What follows belongs to an exercise in optimizing a design on an open flow for small area, a short achievable clock period and few clock cycles per item; a production flow would make more cautious choices.
The RTL was checked by simulation tests, not by an equivalence proof against the original design.

// dc_rs_decoder
module dc_rs_decoder (
  input  wire         clk,
  input  wire         rst,           
  input  wire         in_valid,
  output wire         in_ready,
  input  wire [159:0] in_sym,        
  input  wire         in_mark_a_vld,
  input  wire [4:0]   in_mark_a,
  input  wire         in_mark_b_vld,
  input  wire [4:0]   in_mark_b,
  output reg          out_valid,
  input  wire         out_ready,
  output wire [127:0] out_data,      
  output wire [1:0]   out_status,    
  output wire [19:0]  out_changed,
  output wire         out_unmarked_vld,
  output wire [4:0]   out_unmarked,
  output wire [31:0]  out_synd
);
  reg  r1_valid, r2_valid, sk_valid;
  wire adv3 = !out_valid || out_ready;
  wire adv2 = !r2_valid || adv3;
  wire adv1 = !r1_valid || adv2;
  wire take = in_valid && !sk_valid;
  assign in_ready = !sk_valid;
  wire [31:0] a_synd;
  wire [7:0]  a_l1, a_l2, a_lx;
  rs_stage_a u_a (
    .sym (in_sym),
    .va (in_mark_a_vld), .ma (in_mark_a), .vb (in_mark_b_vld), .mb (in_mark_b),
    .synd (a_synd), .l1 (a_l1), .l2 (a_l2), .lx (a_lx)
  );
  wire [195:0] a_beat = {a_l1, a_l2, a_lx,
                         in_mark_b_vld, in_mark_b, in_mark_a_vld, in_mark_a,
                         a_synd, in_sym[127:0]};
  reg  [195:0] sk_beat;
  always @(posedge clk) begin
    if (rst) begin
      sk_valid <= 1'b0;
    end else if (take && !adv1) begin
      sk_valid <= 1'b1;
    end else if (adv1) begin
      sk_valid <= 1'b0;
    end
  end
  always @(posedge clk) begin
    if (take && !adv1) begin
      sk_beat <= a_beat;
    end
  end
  reg [127:0] r1_dat;
  reg [31:0]  r1_synd;
  reg [7:0]   r1_l1, r1_l2, r1_lx;
  reg         r1_va, r1_vb;
  reg [4:0]   r1_ma, r1_mb;
  always @(posedge clk) begin
    if (rst) begin
      r1_valid <= 1'b0;
    end else if (adv1) begin
      r1_valid <= sk_valid || take;
    end
  end
  always @(posedge clk) begin
    if (adv1 && (sk_valid || take)) begin
  ...
Size: ~8,400 cells after synthesis, ~800 flip-flops, roughly 370 I/O pins, roughly 64,000 µm² of cells after synthesis.
Settings: LEC_CHECK=0, ABC_AREA=1, CAP_MARGIN=20, CORE_MARGIN=2, CORE_UTILIZATION=55, PLACE_DENSITY=0.7, SLEW_MARGIN=20; clock period 22.0 ns.
standard.sh (not shown) runs the stock make flow with config.mk's settings and CLKGATE_MAP_FILE= SYNTH_SCRIPT=/design/flow/synth_recipe.tcl, a recipe that flattens the netlist after the stock synthesis.
==> flow/flow/run.sh <==
#!/bin/bash
set -e
export BUFFER_PORTS_ARGS="-buffer_cell sky130_fd_sc_hd__buf_2"
export SETUP_SLACK_MARGIN=14.5
bash standard.sh > standard.log 2>&1
Testbench counts at the start, summed over its fixed seeds: cycles 16,024, items 16,000.
Change:
==> flow/run.sh (new file) <==
#!/bin/bash
# synth_recipe.tcl (not shown) runs the flow's synth.tcl, then flattens the netlist and writes it again
# the make line also repeats each setting of config.mk as NAME=value (left out here)
make -C /OpenROAD-flow-scripts/flow DESIGN_CONFIG=/design/flow/config.mk WORK_HOME=/design/flow/orfs CLKGATE_MAP_FILE= SYNTH_SCRIPT=/design/flow/synth_recipe.tcl finish
removed: flow/flow/run.sh
removed: flow/standard.sh
What happened: Cell area rose by 2.0%; count of clock-buffer cells in the layout drops by 6; die area does not change; area after synthesis is unchanged; core utilization rose by 1.2 points; maximum frequency falls by 13%.
Change:
==> flow/flow/run.sh (new file) <==
#!/bin/bash
set -e
export BUFFER_PORTS_ARGS="-buffer_cell sky130_fd_sc_hd__buf_2"
export SETUP_SLACK_MARGIN=15
bash standard.sh > standard.log 2>&1
==> flow/standard.sh (new file) <==
#!/bin/bash
# synth_recipe.tcl (not shown) runs the flow's synth.tcl, then flattens the netlist and writes it again
# the make line also repeats each setting of config.mk as NAME=value (left out here)
make -C /OpenROAD-flow-scripts/flow DESIGN_CONFIG=/design/flow/config.mk WORK_HOME=/design/flow/orfs CLKGATE_MAP_FILE= SYNTH_SCRIPT=/design/flow/synth_recipe.tcl "${@:-finish}"
removed: flow/run.sh
=> Synthesized area does not change; core utilization rises by 2.0 points; global-route usage went up by 1.2 points; routed wire length climbs by 4.2%; final area climbs by 3.2%; critical path depth goes up by 1; worst setup slack gains 1.3 ns.

dc_rs_decoder, a different RTL version from the one above (not shown whole).
Size: about 63000 um^2 of cells after synthesis.
Settings: LEC_CHECK=0, ABC_AREA=1, CAP_MARGIN=20, CORE_MARGIN=2, CORE_UTILIZATION=55, PLACE_DENSITY=0.7, SLEW_MARGIN=20; clock period 22.0 ns.
==> flow/flow/run.sh <==
#!/bin/bash
set -e
export BUFFER_PORTS_ARGS="-buffer_cell sky130_fd_sc_hd__buf_2"
export SETUP_SLACK_MARGIN=14.5
bash standard.sh > standard.log 2>&1
Testbench counts at the start, summed over its fixed seeds: cycles 16,024, items 16,000.
Edit:
==> flow/flow/run.sh (replaced) <==
#!/bin/bash
set -e
export BUFFER_PORTS_ARGS="-buffer_cell sky130_fd_sc_hd__buf_2"
export SETUP_SLACK_MARGIN=15
bash standard.sh > standard.log 2>&1
--- a/flow/config.mk
+++ b/flow/config.mk
@@ -10,4 +10,4 @@
 export CORE_MARGIN = 2
-export CORE_UTILIZATION = 55
-export PLACE_DENSITY = 0.7
+export CORE_UTILIZATION = 50
+export PLACE_DENSITY = 0.65
 export SLEW_MARGIN = 20
Result: Fmax went down by 1.7%. Final area climbs by 8.0%. Area after synthesis does not change. Synthesized cell count does not change. Setup slack is worse by 130 ps.
Edit:
==> flow/flow/run.sh (replaced) <==
#!/bin/bash
set -e
export BUFFER_PORTS_ARGS="-buffer_cell sky130_fd_sc_hd__buf_2"
export SETUP_SLACK_MARGIN=14
bash standard.sh > standard.log 2>&1
--- a/flow/config.mk
+++ b/flow/config.mk
@@ -10,4 +10,4 @@
 export CORE_MARGIN = 2
-export CORE_UTILIZATION = 50
-export PLACE_DENSITY = 0.65
+export CORE_UTILIZATION = 55
+export PLACE_DENSITY = 0.7
 export SLEW_MARGIN = 20
After rerunning:
- The new run finished clean
- critical path depth is lower by 2
- sequential share of layout area went up by 3.0 points
- non-clock buffer count came out lower by 280
Edit:
==> flow/flow/run.sh (replaced) <==
#!/bin/bash
set -e
export BUFFER_PORTS_ARGS="-buffer_cell sky130_fd_sc_hd__buf_2"
export SETUP_SLACK_MARGIN=14.5
bash standard.sh > standard.log 2>&1
--- a/flow/config.mk
+++ b/flow/config.mk
@@ -10,4 +10,4 @@
 export CORE_MARGIN = 2
-export CORE_UTILIZATION = 55
-export PLACE_DENSITY = 0.7
+export CORE_UTILIZATION = 50
+export PLACE_DENSITY = 0.65
 export SLEW_MARGIN = 20
The new run went through all stages and came out clean.
Hold slack gets better by 43 ps.
Worst setup slack gets better by 560 ps.
Routed wire length is higher by a few percent.
Global-route usage is lower by 2.2 points.
Clock skew hardly moves.
Register-to-register slack gets better by 350 ps.
Area after synthesis does not change.
Edit:
==> flow/flow/run.sh (replaced) <==
#!/bin/bash
set -e
export BUFFER_PORTS_ARGS="-buffer_cell sky130_fd_sc_hd__buf_2"
export SETUP_SLACK_MARGIN=14.75
bash standard.sh > standard.log 2>&1
Fmax increases by 3.1%.
Worst setup slack improves by 230 ps.

dc_rs_decoder, a different RTL version from the one above (not shown whole).
Size: about 9100 cells after synthesis, roughly 810 flip-flops, about 370 I/O pins, roughly 68000 um^2 of cells after synthesis.
Settings: LEC_CHECK=0, ABC_AREA=1, CAP_MARGIN=20, CORE_MARGIN=2, CORE_UTILIZATION=60, PLACE_DENSITY=0.75, SLEW_MARGIN=20; clock period 22.0 ns.
==> flow/flow/run.sh <==
#!/bin/bash
set -e
export BUFFER_PORTS_ARGS="-buffer_cell sky130_fd_sc_hd__buf_2"
export SETUP_SLACK_MARGIN=14.5
bash standard.sh > standard.log 2>&1
Testbench counts at the start, summed over its fixed seeds: cycles 16,024, items 16,000.
Change:
==> flow/run.sh (new file) <==
#!/bin/bash
# synth_recipe.tcl (not shown) runs the flow's synth.tcl, then flattens the netlist and writes it again
# the make line also repeats each setting of config.mk as NAME=value (left out here)
make -C /OpenROAD-flow-scripts/flow DESIGN_CONFIG=/design/flow/config.mk WORK_HOME=/design/flow/orfs CLKGATE_MAP_FILE= SYNTH_SCRIPT=/design/flow/synth_recipe.tcl finish
removed: flow/flow/run.sh
removed: flow/standard.sh
The changed run completed without violations.
Clock-buffer cell count shrinks by 7.
Worst setup slack loses 1100 ps.
Via count grows slightly.
Sequential share of layout area shrinks by 0.52 points.
Die area stays the same.
Critical path depth is unchanged.
Flip-flop and latch count stays the same.

== umber ==
Another version of the RTL of dc_rs_decoder (not shown whole).
Size: roughly 8600 cells after synthesis, about 370 I/O pins, about 0.065 sq mm of cells after synthesis.
==> flow/design.v (excerpt) <==
module dc_rs_decoder (
  input  wire         clk,
  input  wire         rst,           
  input  wire         in_valid,
  output wire         in_ready,
  input  wire [159:0] in_sym,        
  input  wire         in_mark_a_vld,
  input  wire [4:0]   in_mark_a,
  input  wire         in_mark_b_vld,
  input  wire [4:0]   in_mark_b,
  output reg          out_valid,
  input  wire         out_ready,
  output wire [127:0] out_data,      
  output wire [1:0]   out_status,    
  output wire [19:0]  out_changed,
  output wire         out_unmarked_vld,
  output wire [4:0]   out_unmarked,
  output wire [31:0]  out_synd
);
export LEC_CHECK = 0
export ABC_AREA = 1
export CAP_MARGIN = 20
export CORE_MARGIN = 2
export CORE_UTILIZATION = 70
export PLACE_DENSITY = 0.85
export SLEW_MARGIN = 20
create_clock -name core_clock -period 22.0 [get_ports {clk}]
==> flow/flow/run.sh <==
#!/bin/bash
set -e
export BUFFER_PORTS_ARGS="-buffer_cell sky130_fd_sc_hd__buf_2"
export SETUP_SLACK_MARGIN=15
bash standard.sh > standard.log 2>&1
umber got as far as global routing, where a tool error ended the run.
Testbench counts of umber, summed over its fixed seeds: cycles 16,024, items 16,000.
--- input diff umber..quartz ---
- CORE_UTILIZATION: 70 -> 55
- PLACE_DENSITY: 0.85 -> 0.7
==> flow/flow/run.sh <==
#!/bin/bash
set -e
export BUFFER_PORTS_ARGS="-buffer_cell sky130_fd_sc_hd__buf_2"
export SETUP_SLACK_MARGIN=14.5
bash standard.sh > standard.log 2>&1
[summary]
As far as xor/xnor share of the synthesized area goes, umber and quartz are indistinguishable; the numbers are identical. The final layout from quartz, which completed every stage, passed the timing, DRC and antenna checks at the end of the flow. Reported for quartz and umber, number of unique standard cell types used by synthesis turned out identical to the last digit. umber → quartz: number of nets produced by synthesis held, final estimated routing congestion in global placement went down 11%, number of instances in the synthesized netlist held, total instance count after detailed placement went up 2.9%. Diff umber -> quartz: width of the chip picked up an extra about 13%; worst setup slack after placement lost 0.25 ns.

Another version of the RTL of dc_rs_decoder (not shown whole).
Size: ~8900 cells after synthesis, about 740 flip-flops, about 65000 µm² of cells after synthesis.
// dc_rs_decoder
module dc_rs_decoder (
  input  wire         clk,
  input  wire         rst,           
  input  wire         in_valid,
  output wire         in_ready,
  input  wire [159:0] in_sym,        
  input  wire         in_mark_a_vld,
  input  wire [4:0]   in_mark_a,
  input  wire         in_mark_b_vld,
  input  wire [4:0]   in_mark_b,
  output reg          out_valid,
  input  wire         out_ready,
  output reg  [127:0] out_data,      
  output reg  [1:0]   out_status,    
  output reg  [19:0]  out_changed,
  output reg          out_unmarked_vld,
  output reg  [4:0]   out_unmarked,
  output reg  [31:0]  out_synd
);
  reg  r1_valid, r2_valid, sk_valid;
  wire adv3 = !out_valid || out_ready;
  wire adv2 = !r2_valid || adv3;
  wire adv1 = !r1_valid || adv2;
  wire take = in_valid && !sk_valid;
  assign in_ready = !sk_valid;
  wire [31:0]  a_synd;
  rs_stage_a u_a (.sym (in_sym), .synd (a_synd));
  wire [171:0] a_beat = {in_mark_b_vld, in_mark_b, in_mark_a_vld, in_mark_a,
                         a_synd, in_sym[127:0]};
  reg  [171:0] sk_beat;
  always @(posedge clk) begin
    if (rst) begin
      sk_valid <= 1'b0;
  ...
clock: 22.0 ns
lec_check: 0
abc_area: 1
cap_margin: 20
core_margin: 2
core_utilization: 55
place_density: 0.7
slew_margin: 20
run.sh (not shown) runs the stock make flow with config.mk's settings and CLKGATE_MAP_FILE= SYNTH_SCRIPT=/design/flow/synth_recipe.tcl, a recipe that flattens the netlist after the stock synthesis.
Stock flow here: none of the scripts above is used.
Testbench counts at the start, summed over its fixed seeds: cycles 16,024, items 16,000.
Then changed:
--- a/flow/config.mk
+++ b/flow/config.mk
@@ -9,5 +9,5 @@
 export CAP_MARGIN = 20
 export CORE_MARGIN = 2
-export CORE_UTILIZATION = 55
-export PLACE_DENSITY = 0.7
+export CORE_UTILIZATION = 40
+export PLACE_DENSITY = 0.6
 export SLEW_MARGIN = 20
=> Critical path depth is higher by 10. Cell area rises by about 1.7%. Routed wire length rose by 5.6%. Setup slack got worse by 0.22 ns. Utilization is lower by 16 points.

static timing again, ports no longer ideal:
How much do the figures lean on ideal ports? The routed layouts below were timed once more, with nothing changed but the port constraints. Step 1 (the two cells are an assumption about what drives the block):
set clk [get_ports {clk}]
set_driving_cell -lib_cell sky130_fd_sc_hd__clkbuf_16 $clk
set_driving_cell -lib_cell sky130_fd_sc_hd__buf_2 [delete_from_list [all_inputs] $clk]
Step 2, shift: input delay + t, output delay - t, t = (earliest + latest rising clock arrival at the registers) / 2. This alone moves slack from input paths to output paths. a / b / c = ideal / step 1 / step 2; a / b = the first two.
run	t, ns	slack for setup (ns)	worst hold slack (ns)	pins driven straight from the clock port
the first run of note 1	0.768	14.444 / 14.360 / 14.014	0.395 / 0.395 / 0.395	1
the second run of note 1	0.764	13.347 / 13.267 / 13.320	0.410 / 0.410 / 0.410	1
the third run of note 1	0.768	14.671 / 14.584 / 14.207	0.390 / 0.390 / 0.390	1
the first run of note 2	0.756	14.497 / 14.412 / 13.836	0.391 / 0.391 / 0.391	1
the second run of note 2	0.795	14.368 / 14.284 / 14.236	0.412 / 0.412 / 0.412	1
the third run of note 2	0.734	13.916 / 13.840 / 14.006	0.371 / 0.371 / 0.371	1
the fourth run of note 2	0.789	14.478 / 14.391 / 13.941	0.413 / 0.413 / 0.413	1
the fifth run of note 2	0.788	14.707 / 14.620 / 13.995	0.408 / 0.408 / 0.408	1
the first run of note 3	0.758	14.448 / 14.367 / 14.030	0.385 / 0.385 / 0.385	1
the second run of note 3	0.765	13.317 / 13.233 / 13.718	0.401 / 0.401 / 0.401	1
quartz	0.764	14.470 / 14.386 / 14.244	0.388 / 0.388 / 0.388	1
the first run of note 5	0.732	12.486 / 12.486 / 12.486	0.399 / 0.399 / 0.399	1
the second run of note 5	0.774	12.266 / 12.266 / 12.266	0.390 / 0.390 / 0.390	1
After both steps every run listed still meets setup and hold. The setup slack of the fifth run of note 2, which loses most, moves by -0.087 ns with the drivers and by -0.712 ns with both steps.
